Background: an optimization exercise with open tools, aiming at small area and a short achievable clock period. Do not read the settings as production practice.
The RTL was checked by simulation tests, not by an equivalence proof against the original design.

==> flow/design.v <==
module mole_lane_rx (
    input  wire        clk,
    input  wire        rst,
    input  wire        in_valid,
    input  wire [1:0]  in_hdr,
    input  wire [63:0] in_data,
    output reg         out_valid,
    output reg  [1:0]  out_hdr,
    output reg  [63:0] out_data,
    output reg         sig_valid,
    output reg  [7:0]  sig_code,
    output reg  [39:0] sig_arg,
    output reg         frm_valid,
    output reg         frm_good,
    output reg  [1:0]  frm_class,
    output reg  [15:0] frm_seq,
    output reg  [6:0]  frm_dest,
    output reg  [6:0]  frm_words,
    output reg         aln_valid,
    output reg  [3:0]  aln_lane,
    output reg  [1:0]  aln_port,
    output reg  [15:0] aln_seq,
    output reg  [4:0]  aln_bip_errs,
    output reg  [15:0] cnt_block_err,
    output reg  [15:0] cnt_signal_bad,
    output reg  [15:0] cnt_crc_err,
    output reg  [15:0] cnt_bip_err,
    output reg         frozen,
    output reg         lane_drop
);
    localparam [7:0] T_IDLE  = 8'h1E;
    localparam [7:0] T_SIG   = 8'h2D;
    localparam [7:0] T_LINK  = 8'h33;
    localparam [7:0] T_ALIGN = 8'h4B;
    localparam [7:0] T_TRAIN = 8'h55;
    localparam [7:0] T_FSTA  = 8'h78;
    localparam [7:0] T_FEND  = 8'h87;
    function [31:0] crc32_step64;
        input [31:0] crc;
        input [63:0] d;
        input [6:0]  nbits;
        integer i;
        reg [31:0] c;
        begin
            c = crc;
            for (i = 0; i < 64; i = i + 1)
                if (i < nbits)
                    c = (c >> 1) ^ ((c[0] ^ d[i]) ? 32'hEDB88320 : 32'h0);
            crc32_step64 = c;
        end
    endfunction
    function [7:0] crc8_sig;
        input [63:0] p;
        integer b, i;
        reg [7:0] c;
        reg fb;
        begin
            c = 8'h00;
            for (b = 1; b <= 6; b = b + 1)
                for (i = 7; i >= 0; i = i - 1) begin
                    fb = c[7] ^ p[8*b + i];
                    c  = {c[6:0], 1'b0} ^ (fb ? 8'h07 : 8'h00);
                end
            crc8_sig = c;
        end
    endfunction
    reg  [57:0] hist;
    wire [121:0] ext = {in_data, hist};
    reg  [63:0] desc;
    integer k;
    always @(*) begin
        for (k = 0; k < 64; k = k + 1)
            desc[k] = ext[58 + k] ^ ext[58 + k - 39] ^ ext[k];
    end
    wire is_data  = (in_hdr == 2'b01);
    wire is_ctrl  = (in_hdr == 2'b10);
    wire hdr_bad  = !is_data && !is_ctrl;
    wire is_raw   = is_ctrl && (in_data[7:0] == T_ALIGN || in_data[7:0] == T_TRAIN);
    wire is_align = is_raw && (in_data[7:0] == T_ALIGN);
    wire [63:0] payload = is_raw ? in_data : desc;
    wire [7:0]  ctype   = payload[7:0];
    wire type_known = ctype == T_IDLE || ctype == T_SIG || ctype == T_LINK ||
                      ctype == T_FSTA || ctype == T_FEND;
    wire c_idle = is_ctrl && !is_raw && ctype == T_IDLE;
    wire c_sig  = is_ctrl && !is_raw && ctype == T_SIG;
    wire c_fsta = is_ctrl && !is_raw && ctype == T_FSTA;
    wire c_fend = is_ctrl && !is_raw && ctype == T_FEND;
    wire blk_err = hdr_bad || (is_ctrl && !is_raw && !type_known);
    reg  [47:0] last_msg;
    reg  [2:0]  sig_dist;     
    wire        sig_crc_ok = (crc8_sig(payload) == payload[63:56]);
    wire        sig_dup    = (sig_dist <= 3'd4) && (payload[55:8] == last_msg);
    wire        sig_take   = c_sig && sig_crc_ok && !sig_dup;
    reg         in_frame;
    reg  [31:0] fcrc;
    reg  [6:0]  fcount;
    reg  [1:0]  f_class;
    reg  [15:0] f_seq;
    reg  [6:0]  f_dest;
    reg  [6:0]  f_words;
    wire [31:0] crc_start = crc32_step64(32'hFFFFFFFF, {8'h00, payload[63:8]}, 7'd56);
    wire [31:0] crc_data  = crc32_step64(fcrc, payload, 7'd64);
    wire        fend_good = (~fcrc == payload[39:8]) && (fcount == f_words) &&
                            (f_words != 7'd0) && (f_words <= 7'd64);
    reg  [15:0] bip;
    wire [15:0] bip_blk  = in_data[15:0] ^ in_data[31:16] ^ in_data[47:32] ^
                           in_data[63:48] ^ {14'b0, in_hdr};
    wire [15:0] bip_diff = bip ^ in_data[47:32];
    reg  [4:0]  bip_pop;
    integer m;
    always @(*) begin
        bip_pop = 5'd0;
        for (m = 0; m < 16; m = m + 1)
            bip_pop = bip_pop + {4'b0, bip_diff[m]};
    end
    reg  [4:0]  bip_h1, bip_h2, bip_h3;    
    wire [6:0]  bip_sum4 = bip_pop + bip_h1 + bip_h2 + bip_h3;
    reg  [11:0] win_blocks;
    reg  [11:0] win_idles;
    wire [12:0] idles_now = win_idles + {11'b0, c_idle};
    always @(posedge clk) begin
        if (rst) begin
            hist          <= 58'b0;
            out_valid     <= 1'b0;
            out_hdr       <= 2'b0;
            out_data      <= 64'b0;
            sig_valid     <= 1'b0;
            sig_code      <= 8'b0;
            sig_arg       <= 40'b0;
            frm_valid     <= 1'b0;
            frm_good      <= 1'b0;
            frm_class     <= 2'b0;
            frm_seq       <= 16'b0;
            frm_dest      <= 7'b0;
            frm_words     <= 7'b0;
            aln_valid     <= 1'b0;
            aln_lane      <= 4'b0;
            aln_port      <= 2'b0;
            aln_seq       <= 16'b0;
            aln_bip_errs  <= 5'b0;
            cnt_block_err <= 16'b0;
            cnt_signal_bad<= 16'b0;
            cnt_crc_err   <= 16'b0;
            cnt_bip_err   <= 16'b0;
            frozen        <= 1'b0;
            lane_drop     <= 1'b0;
            last_msg      <= 48'b0;
            sig_dist      <= 3'd7;
            in_frame      <= 1'b0;
            fcrc          <= 32'b0;
            fcount        <= 7'b0;
            f_class       <= 2'b0;
            f_seq         <= 16'b0;
            f_dest        <= 7'b0;
            f_words       <= 7'b0;
            bip           <= 16'b0;
            bip_h1        <= 5'b0;
            bip_h2        <= 5'b0;
            bip_h3        <= 5'b0;
            win_blocks    <= 12'b0;
            win_idles     <= 12'b0;
        end else begin
            out_valid <= 1'b0;
            sig_valid <= 1'b0;
            frm_valid <= 1'b0;
            aln_valid <= 1'b0;
            if (in_valid) begin
                out_valid <= 1'b1;
                out_hdr   <= in_hdr;
                out_data  <= payload;
                if (!is_raw)
                    hist <= in_data[63:6];
                if (blk_err)
                    cnt_block_err <= cnt_block_err + 16'd1;
                if (sig_take) begin
                    sig_valid <= 1'b1;
                    sig_code  <= payload[15:8];
                    sig_arg   <= payload[55:16];
                    last_msg  <= payload[55:8];
                    sig_dist  <= 3'd1;
                end else if (sig_dist != 3'd7) begin
                    sig_dist  <= sig_dist + 3'd1;
                end
                if (c_sig && !sig_crc_ok)
                    cnt_signal_bad <= cnt_signal_bad + 16'd1;
                if (c_fsta) begin
                    if (in_frame) begin
                        frm_valid   <= 1'b1;
                        frm_good    <= 1'b0;
                        frm_class   <= f_class;
                        frm_seq     <= f_seq;
                        frm_dest    <= f_dest;
                        frm_words   <= f_words;
                        cnt_crc_err <= cnt_crc_err + 16'd1;
                    end
                    in_frame <= 1'b1;
                    fcrc     <= crc_start;
                    fcount   <= 7'd0;
                    f_class  <= payload[9:8];
                    f_seq    <= payload[31:16];
                    f_words  <= payload[38:32];
                    f_dest   <= payload[46:40];
                end else if (c_fend && in_frame) begin
                    frm_valid <= 1'b1;
                    frm_good  <= fend_good;
                    frm_class <= f_class;
                    frm_seq   <= f_seq;
                    frm_dest  <= f_dest;
                    frm_words <= f_words;
                    if (!fend_good)
                        cnt_crc_err <= cnt_crc_err + 16'd1;
                    in_frame  <= 1'b0;
                end else if (is_data && in_frame) begin
                    fcrc <= crc_data;
                    if (fcount != 7'd127)
                        fcount <= fcount + 7'd1;
                end
                if (is_align) begin
                    aln_valid    <= 1'b1;
                    aln_lane     <= in_data[11:8];
                    aln_port     <= in_data[13:12];
                    aln_seq      <= in_data[31:16];
                    aln_bip_errs <= bip_pop;
                    cnt_bip_err  <= cnt_bip_err + {11'b0, bip_pop};
                    if (bip_sum4 >= 7'd16)
                        lane_drop <= 1'b1;
                    bip_h3 <= bip_h2;
                    bip_h2 <= bip_h1;
                    bip_h1 <= bip_pop;
                    bip    <= 16'b0;
                end else begin
                    bip <= bip ^ bip_blk;
                end
                if (win_blocks == 12'd4095) begin
                    if (idles_now > 13'd3686)
                        frozen <= 1'b1;
                    else if (idles_now <= 13'd2048)
                        frozen <= 1'b0;
                    win_blocks <= 12'd0;
                    win_idles  <= 12'd0;
                end else begin
                    win_blocks <= win_blocks + 12'd1;
                    win_idles  <= idles_now[11:0];
                end
            end
        end
    end
endmodule
==> flow/run.sh <==
#!/bin/bash
# synth_recipe.tcl (not shown) runs the flow's synth.tcl, then flattens the netlist and writes it again
# the make line also repeats each setting of config.mk as NAME=value (left out here)
make -C /OpenROAD-flow-scripts/flow DESIGN_CONFIG=/design/flow/config.mk WORK_HOME=/design/flow/orfs CLKGATE_MAP_FILE= SYNTH_SCRIPT=/design/flow/synth_recipe.tcl finish
==> flow/config.mk <==
export PLATFORM = sky130hd
export DESIGN_NAME = mole_lane_rx
export DESIGN_NICKNAME = mole_lane_rx
export VERILOG_FILES = /design/flow/design.v
export SDC_FILE = /design/flow/constraint.sdc
export NUM_CORES = 4
export LEC_CHECK = 0
export CAP_MARGIN = 20
export CORE_MARGIN = 2
export CORE_UTILIZATION = 40
export SLEW_MARGIN = 20
==> flow/constraint.sdc <==
create_clock -name core_clock -period 9.0 [get_ports {clk}]
set_input_delay 1.8000 -clock core_clock [delete_from_list [all_inputs] [get_ports {clk}]]
set_output_delay 1.8000 -clock core_clock [all_outputs]
set_load 0.01 [all_outputs]
==> results.txt <==
## layer usage
layer | vias to the layer above | GRT usage, % | wire length, um
li1 | 13066 | - | -
met1 | 13484 | 38.9 | 56900
met2 | 1096 | 44.0 | 57800
met3 | 248 | 4.91 | 10900
met4 | 16 | 10.9 | 5690
met5 | - | 0 | 103
## cells in the mapped netlist (16+ instances only)
cell | count | area share, %
xnor2_4 | 23 | 1.8
nor3_1 | 20 | 0.28
a211oi_1 | 115 | 2.4
nand2_1 | 428 | 4.5
xnor3_1 | 188 | 12
ha_1 | 28 | 0.98
xor3_1 | 29 | 1.9
xnor2_2 | 55 | 2.5
dfxtp_1 | 427 | 24
clkbuf_1 | 150 | 1.6
a21oi_1 | 188 | 2.6
xnor2_1 | 882 | 22
fa_1 | 21 | 1.2
xor2_1 | 408 | 10
nand4_1 | 29 | 0.51
nor2_1 | 344 | 3.6
nand3_1 | 36 | 0.51
and3_1 | 18 | 0.32
xor2_2 | 16 | 0.73
buf_2 | 16 | 0.23
o21ai_0 | 73 | 1.0
nor4_1 | 21 | 0.37
inv_1 | 51 | 0.54
## repair_timing
item	CTS	global route
endpoints found under the setup margin	0	34
resized for setup	0	1
hold endpoints to repair	0	0
## kinds of logic (layout without fill, tap and decap cells)
| kind of cell | count (synthesis) | in the layout | share of synthesized area (%) |
|---|---|---|---|
| compound gates | 421 | 421 | 7.12 |
| xor+xnor | 1622 | 1622 | 52.1 |
| fa+ha+maj | 49 | 49 | 2.17 |
| buf+inv | 234 | 714 | 2.64 |
| flops | 427 | 427 | 24.0 |
| mux | 15 | 15 | 0.422 |
| other cells | 0 | 2 | 0 |
| simple gates | 965 | 965 | 11.6 |
## worst paths after layout
check,from,endpoint,cells after the start
max,in_data[4],cnt_signal_bad[15],22
min,f_seq[14],frm_seq[14],2
max reg2reg,hist[9],cnt_signal_bad[15],19
min reg2reg,f_seq[14],frm_seq[14],2
## stage by stage
stage / std cells / setup TNS [ns] / util (%)
after global placement: 5289 / -2.14 / 47.0
after floorplan: 3733 / 0 / -
after global routing: 5378 / 0 / 48.9
final: 5380 / 0 / 48.9
after CTS: 5377 / 0 / 48.9
after detailed placement: 5289 / -3.99 / 47.0
## flip-flops by register name, summed over array words and instances, names as in the netlist, 32 cells and up
name	flops
last_msg	48
hist	58
out_data	64
fcrc	32
## worst register-to-register path, stage by stage (launching register included)
cell and delay [ns]:
dfxtp_1 0.33, xnor2_2 0.91, xnor2_1 0.42, xor2_1 0.24, nor2_1 0.34, xnor3_1 0.37
xnor2_1 0.29, xnor3_1 0.51, xnor3_1 0.36, xnor3_1 0.30, xor2_1 0.29, xor3_1 0.38
and3_1 0.17, mux2i_1 0.14, nor2_1 0.07, o211ai_1 0.62, nand3_1 0.28, or3_1 0.55
or3_1 0.38, a21oi_1 0.14
## cell type report
cell class | instances | area (um^2)
Clock inverter | 23 | 342
Multi-Input combinational cell | 3072 | 26200
Clock buffer | 65 | 1330
Inverter | 51 | 191
Tap cell | 1165 | 1460
Fill cell | 8358 | 45100
Timing Repair Buffer | 575 | 5150
Antenna cell | 2 | 5.00
Sequential cell | 427 | 8550
==> results.txt <==
Fin. Hold Viols 0; clock buffer depth 3; pin count of the biggest net entering global routing 94; Slew HR 21.4%; Die Ht 302 um; DR vias/cell 5.19; Worst-Margin Slew 1.17 ns; count of pins over their slew limit 0; initial antenna violation count 9; unrepaired setup endpoints after global routing false; core area 88200 um^2; commonest non-fill, non-tap cell in the layout xnor2_1; ys async rst share 0%; global-route usage over all layers 28.2%; WL final 131000 um; dpl ws -0.175 ns; Post-CTS Setup Inserts 0; critical path class input pin to flip-flop; Vias 27910; Setup Skew 0.0246 ns; clock-pin slew on the worst setup and hold paths 0.06 ns; Layout area overhead 21.4%; gr ovfl total 0; die width 302 um; WL per Instance 24.4 um; commonest cells after routing, fill and taps aside 877 x xnor2_1, 427 x nand2_1, 427 x dfxtp_1; sequential share of the synthesized area 24.0%; worst reg2reg setup slack 1.83 ns; Crit. End Element flip-flop; # rows 109; wire length of the first global-routing pass 189000 um; Min-Delay Path Class flip-flop to flip-flop; root buffer cell clkbuf_16; Worst Hold Margin 0.446 ns; Final Critical Period 8.69 ns; CP cell instances clkdlybuf4s50_1 -> nor4bb_2 -> o211a_4 -> buf_4 -> buf_4 -> nor2_1 -> xnor2_1 -> xnor3_1 -> xor2_1 -> xnor3_1 -> xnor3_1 -> xnor3_1 -> xor2_1 -> xor3_1 -> and3_1 -> mux2i_1 -> nor2_1 -> o211ai_1 -> nand3_1 -> or3_1 -> or3_1 -> a21oi_1; CTS sink cnt 427; layout cells sized above 1 11.7%; # port buffers 312; crit-path max FO 22; Clock Latency Late Sink 0.61 ns; CTS tree yes; Final nets 4292; setup violators final 0; CP bufs+invs 3; final instance area 43200 um^2; Initial Util 40.3%; initial DRC count 2558; CTS Buf Count 47; die area 91300 um^2; library cells used by synthesis 70; Most used DFF post-synth dfxtp_1; Antenna Nets Post-Route 0; Post-Synthesis Cells 3733; DP HPWL 104000 um; max frequency 0.115 GHz; CP arrival 9.21 ns; Ys Warns 1; GPL Wtd Cong 1.00; cell family with the largest share of critical-path delay XOR/XNOR gates; setup ws final 0.311 ns; Synth Net Count 3851; most used cell, CP xnor3_1; Mapped Avg Cell Area 9.53 um^2; CTS H-tree lvls 2; hold_buf cts 0; Detailed Routing Iterations Pass 1 5; startpoint types input pin; dpl cell area 41500 um^2; Post-synth EDFFs 0; vias in the first global route 27042; Worst Path Required 9.52 ns; DRC Markers 0; critical path's slowest cell o211ai_1; Ports 313; period utilization 96.5%; Syn Std Cell Area 35600 um^2; status complete, no violations; MaxCap Viol Count 0; FF+latch count, synth 427; CP peak stage delay 0.62 ns

[separate check: timing with driven ports]
How much do the figures lean on ideal ports? The routed layout below was timed once more, with nothing changed but the port constraints. Step 1: set_driving_cell puts a clkbuf_16 on clk and a buf_2 on each other input, an assumption about the parent block. Step 2 moves the port delays by t, midway between the first and last clock arrival at a register: inputs arrive t later, outputs are due t later. That takes back most of the time a late clock gives input paths. Slacks: no drivers / after step 1 / after step 2; pairs: no drivers / after step 1.
t, ns: 0.661
setup slack, ns: 0.311 / 0.344 / -0.317
worst slew at a driven data input, ns: 0.18
Met with ideal ports but missed after step 2: setup timing in this run. The setup slack of this run moves by +0.033 ns with the drivers and by -0.628 ns with both steps.
